This design comes from an exercise in tuning for small area on the open sky130 flow, not from production work.
The RTL was checked by simulation tests, not by an equivalence proof against the original design.
Power and IR drop assume default switching activity.

==> flow/design.v <==
module hx_gen_chain (
    input  wire               clk,
    input  wire               rst,           
    input  wire               cfg_load,      
    input  wire [1:0]         cfg_order,     
    input  wire [3:0]         cfg_rate,      
    input  wire               mod_valid,
    input  wire signed [3:0]  mod_in,
    output wire               fine_valid,
    output wire signed [73:0] fine_data,
    output wire               fine_h,
    output wire               fine_o,
    output wire               coarse_valid,
    output wire signed [10:0] coarse_data,
    output wire               coarse_o
);
    localparam W  = 74;
    localparam ND = 5;                     
    localparam DW = 15;                    
    reg [1:0] order_q;
    reg [3:0] rate_q;
    wire      cfg_ok = (cfg_order != 2'd3) && (cfg_rate <= 4'd10);
    wire      clear  = rst || (cfg_load && cfg_ok);
    always @(posedge clk) begin
        if (rst) begin
            order_q <= 2'd0;
            rate_q  <= 4'd7;
        end else if (cfg_load && cfg_ok) begin
            order_q <= cfg_order;
            rate_q  <= cfg_rate;
        end
    end
    wire [2:0]  n_ord  = {1'b0, order_q} + 3'd3;
    wire [13:0] r_mask;                                                  
    genvar mb;
    generate
        for (mb = 0; mb < 14; mb = mb + 1) begin : msk
            if (mb < 4) begin : lo
                assign r_mask[mb] = 1'b1;
            end else begin : hi
                assign r_mask[mb] = (rate_q >= mb - 3);
            end
        end
    endgenerate
    reg [13:0] phase;      
    reg [3:0]  run_len;    
    reg        run_neg;    
    reg [2:0]  age;        
    reg        pos_ok;     
    reg [2:0]  nblk;       
    reg        c_ovl;      
    wire is_pos = (mod_in == 4'sd7);
    wire is_neg = (mod_in == -4'sd8);
    wire is_ext = is_pos || is_neg;
    wire [3:0] run_next = !is_ext                                 ? 4'd0 :
                          (run_len != 4'd0 && run_neg == is_neg) ?
                              (run_len == 4'd8 ? 4'd8 : run_len + 4'd1) : 4'd1;
    wire ovl_now  = run_next[3];
    wire [13:0] pm      = phase & r_mask;        
    wire pm_hi0         = ~|pm[13:1];
    wire blk_first      = pm_hi0 & ~pm[0];
    wire pm_one         = pm_hi0 & pm[0];
    wire blk_last       = &(phase | ~r_mask);
    wire pos_ge_n       = (|pm[13:3]) || (pm[2:0] >= n_ord - 3'd1);
    wire [3:0] cpos     = phase[3:0];
    always @(posedge clk) begin
        if (clear) begin
            phase   <= 14'd0;
            run_len <= 4'd0;
            run_neg <= 1'b0;
            age     <= 3'd7;
            pos_ok  <= 1'b0;
            nblk    <= 3'd0;
            c_ovl   <= 1'b0;
        end else if (mod_valid) begin
            phase   <= phase + 14'd1;
            run_len <= run_next;
            run_neg <= is_neg;
            if (ovl_now) begin
                age    <= 3'd0;
                pos_ok <= pos_ge_n;
            end else if (blk_first && age != 3'd7) begin
                age    <= age + 3'd1;
            end
            if (blk_last && nblk != 3'd7)
                nblk <= nblk + 3'd1;
            c_ovl   <= ovl_now || (c_ovl && cpos != 4'd0);
        end
    end
    assign fine_h   = (nblk < n_ord);
    assign fine_o   = (age <= n_ord - 3'd2) || (age == n_ord - 3'd1 && pos_ok);
    assign coarse_o = c_ovl;
    reg [2:0] q;           
    reg [1:0] cq;          
    reg       zf;          
    reg [3:0] xr;          
    reg       pend;        
    reg       ip;          
    reg       pfirst;      
    reg       plast;       
    reg       yhold;       
    reg [1:0] ucnt;        
    reg [3:0] idone;       
    wire zero  = zf;
    wire q_n1  = (q == n_ord - 3'd1);                         
    wire q_n   = (q == ((n_ord == 3'd5) ? 3'd0 : n_ord));     
    wire st1   = pend && !yhold && (q == 3'd0);
    wire at_n  = ip && q_n1;
    wire trig  = plast && at_n;
    wire dump  = pfirst && at_n;
    wire ustart = yhold && q_n && (cq == 2'd1 - n_ord[1:0]);  
    wire urest = (ucnt != 2'd0);
    wire inj   = !ip && q_n1 && !idone[cq];
    reg       xsg;         
    always @(posedge clk) begin
        if (mod_valid)
            xr <= mod_in;
        if (st1)
            xsg <= xr[3];
    end
    always @(posedge clk) begin
        if (clear)
            q  <= 3'd0;
        else
            q  <= (q == 3'd4) ? 3'd0 : q + 3'd1;
        if (rst)
            cq <= 2'd0;
        else
            cq <= cq + 2'd1;
    end
    always @(posedge clk) begin
        if (clear) begin
            zf     <= 1'b1;
            pend   <= 1'b0;
            ip     <= 1'b0;
            pfirst <= 1'b0;
            plast  <= 1'b0;
            yhold  <= 1'b0;
            ucnt   <= 2'd0;
            idone  <= 4'hf;
        end else begin
            if (q == 3'd4)
                zf <= 1'b0;
            pend   <= mod_valid || (pend && !st1);
            ip     <= st1 || (ip && q != 3'd4);
            if (st1) begin
                pfirst <= pm_one;
                plast  <= blk_first;
            end else if (trig) begin
                plast  <= 1'b0;
            end
            yhold  <= trig || (yhold && !ustart);
            ucnt   <= ustart ? n_ord[1:0] - 2'd2 : (urest ? ucnt - 2'd1 : 2'd0);
            if (dump)
                idone <= 4'h0;
            else if (inj)
                idone[cq] <= 1'b1;
        end
    end
    localparam NC = 6;
    wire [1:0] iop = st1 ? 2'd3 : ip ? 2'd2 : inj ? 2'd1 : 2'd0;
    wire [1:0] cop = zero ? 2'd3 : ustart ? 2'd2 : urest ? 2'd1 : 2'd0;
    wire [NC-1:0] ctl0 = {iop, dump, cop, trig};
    reg  [NC-1:0] ctl_d [1:ND];
    integer k;
    always @(posedge clk) begin
        ctl_d[1] <= ctl0;
        for (k = 2; k <= ND; k = k + 1)
            ctl_d[k] <= ctl_d[k-1];
        if (clear)                       
            for (k = 1; k <= ND; k = k + 1)
                ctl_d[k][0] <= 1'b0;
    end
    assign fine_valid = ctl_d[ND][0];
    reg  [W-1:0] ir0, ir1, ir2, ir3, ir4;      
    reg  [W-1:0] cr0, cr1, cr2, cr3;           
    wire [W-1:0] isum, csum;
    wire [ND-1:0] ico, cco;                    
    wire [W-1:0] xs = {{(W-DW){xsg}}, {(DW-4){xr[3]}}, xr};
    genvar j, b;
    generate
        for (j = 0; j < ND; j = j + 1) begin : dg
            localparam LO = j * DW;
            localparam HI = (j == ND - 1) ? W - 1 : j * DW + DW - 1;
            localparam WD = HI - LO + 1;
            wire [NC-1:0] ctl = (j == 0) ? ctl0 : ctl_d[j];
            wire i_x = (ctl[5:4] == 2'd3), i_r = (ctl[5:4] == 2'd2), i_c = (ctl[5:4] == 2'd1);
            wire c_f = (ctl[2:1] == 2'd2), c_r = (ctl[2:1] == 2'd1), c_z = (ctl[2:1] == 2'd3);
            wire i_z = c_z | ctl[3];
            wire [WD-1:0] ia = i_z ? {WD{1'b0}} : ir0[HI:LO];
            wire [WD-1:0] ib = i_x ? xs[HI:LO] :
                               i_r ? ir4[HI:LO] :
                               i_c ? ~cr0[HI:LO] : {WD{1'b0}};
            wire [WD:0]   ic;
            wire [WD-1:0] ca = c_z ? {WD{1'b0}} : cr0[HI:LO];
            wire [WD-1:0] cb = c_f ? ir4[HI:LO] : (c_r ? cr3[HI:LO] : {WD{1'b0}});
            wire [WD:0]   cc;
            if (j == 0) begin : c0
                assign ic[0] = i_c;
                assign cc[0] = 1'b0;
            end else begin : cj
                reg icr, ccr;
                always @(posedge clk) begin
                    icr <= ico[j-1];
                    ccr <= cco[j-1];
                end
                assign ic[0] = icr;
                assign cc[0] = ccr;
            end
            for (b = 0; b < WD; b = b + 1) begin : bt
                assign isum[LO+b]  = ia[b] ^ ib[b] ^ ic[b];
                assign ic[b+1]     = (ia[b] & ib[b]) | (ia[b] & ic[b]) | (ib[b] & ic[b]);
                assign csum[LO+b]  = ca[b] ^ cb[b] ^ cc[b];
                assign cc[b+1]     = (ca[b] & cb[b]) | (ca[b] & cc[b]) | (cb[b] & cc[b]);
            end
            assign ico[j] = ic[WD];
            assign cco[j] = cc[WD];
        end
    endgenerate
    always @(posedge clk) begin
        ir0 <= ir1;
        ir1 <= ir2;
        ir2 <= ir3;
        ir3 <= ir4;
        ir4 <= isum;
        cr0 <= cr1;
        cr1 <= cr2;
        cr2 <= cr3;
        cr3 <= csum;
    end
    assign fine_data = {ir4[73:60], ir3[59:45], ir2[44:30], ir1[29:15], ir0[14:0]};
    reg [3:0]  wc;
    reg        cvp;
    reg [10:0] cacc;
    wire [3:0] wgt = (cpos ^ {4{cpos[3]}}) + 4'd1;
    always @(posedge clk) begin
        if (clear) begin
            wc   <= 4'd0;
            cvp  <= 1'b0;
            cacc <= 11'd0;
        end else begin
            if (mod_valid) begin
                wc  <= wgt;
                cvp <= (cpos == 4'd15);
            end else begin
                if (wc != 4'd0)
                    wc <= wc - 4'd1;
                if (wc == 4'd0)
                    cvp <= 1'b0;
            end
            if (coarse_valid)
                cacc <= 11'd0;
            else if (wc != 4'd0)
                cacc <= cacc + {{7{xr[3]}}, xr};
        end
    end
    assign coarse_valid = cvp && (wc == 4'd0);
    assign coarse_data  = cacc;
endmodule
clock: 10.0 ns
lec_check: 0
cap_margin: 20
core_margin: 2
core_utilization: 80
cts_buf_list: sky130_fd_sc_hd__clkbuf_8
cts_cluster_diameter: 55
cts_cluster_size: 16
place_density: 0.85
slew_margin: 20
standard.sh (not shown) runs the stock make flow with config.mk's settings and CLKGATE_MAP_FILE= SYNTH_SCRIPT=/design/flow/synth_recipe.tcl, a recipe that flattens the netlist after the stock synthesis.
==> flow/flow/run.sh <==
#!/bin/bash
# The standard layout (standard.sh), with one change: the buffers that
# buffer_ports puts on every input and output port are the platform's smallest
# buffer cell instead of the one buffer_ports picks by default.
set -euo pipefail
export BUFFER_PORTS_ARGS="-buffer_cell sky130_fd_sc_hd__buf_1"
bash standard.sh > standard_flow.log 2>&1
Next try:
Settings changed: CORE_UTILIZATION 80 to 75.
Result: Cell count went up by 1.9%; die area climbs by 6.5%; power is about the same; fmax shrinks by 1.7%; count of clock-buffer cells in the layout is lower by 2; via count stays flat; synthesized cell count does not change; wire length fell by 3.3%; core utilization goes down by 4.9 points; synthesized area stays the same; design area barely changes.

-- afterwards: timing with drivers on the ports --
No port has a modelled driver above. Below, the same layouts with a new extraction and two added sets of constraints.
Step 1 sets driving cells, clkbuf_16 on the clock port and buf_2 on the other inputs (assumed; they add their load-dependent delay and slew).
Step 2 moves the port delays by t, midway between the first and last clock arrival at a register: inputs arrive t later, outputs are due t later. That takes back most of the time a late clock gives input paths.
a / b / c = ideal / step 1 / step 2; a / b = the first two.
| run | t, ns | setup WS [ns] | slew at the worst register clock pin (ns) | worst data-port slew with drivers (ns) |
|---|---|---|---|---|
| the first run | 0.660 | 1.270 / 1.270 / 1.270 | 0.10 / 0.10 | 0.03 |
| the second run | 0.702 | 1.116 / 1.116 / 1.116 | 0.10 / 0.10 | 0.03 |
After both steps every run listed still meets setup and hold.
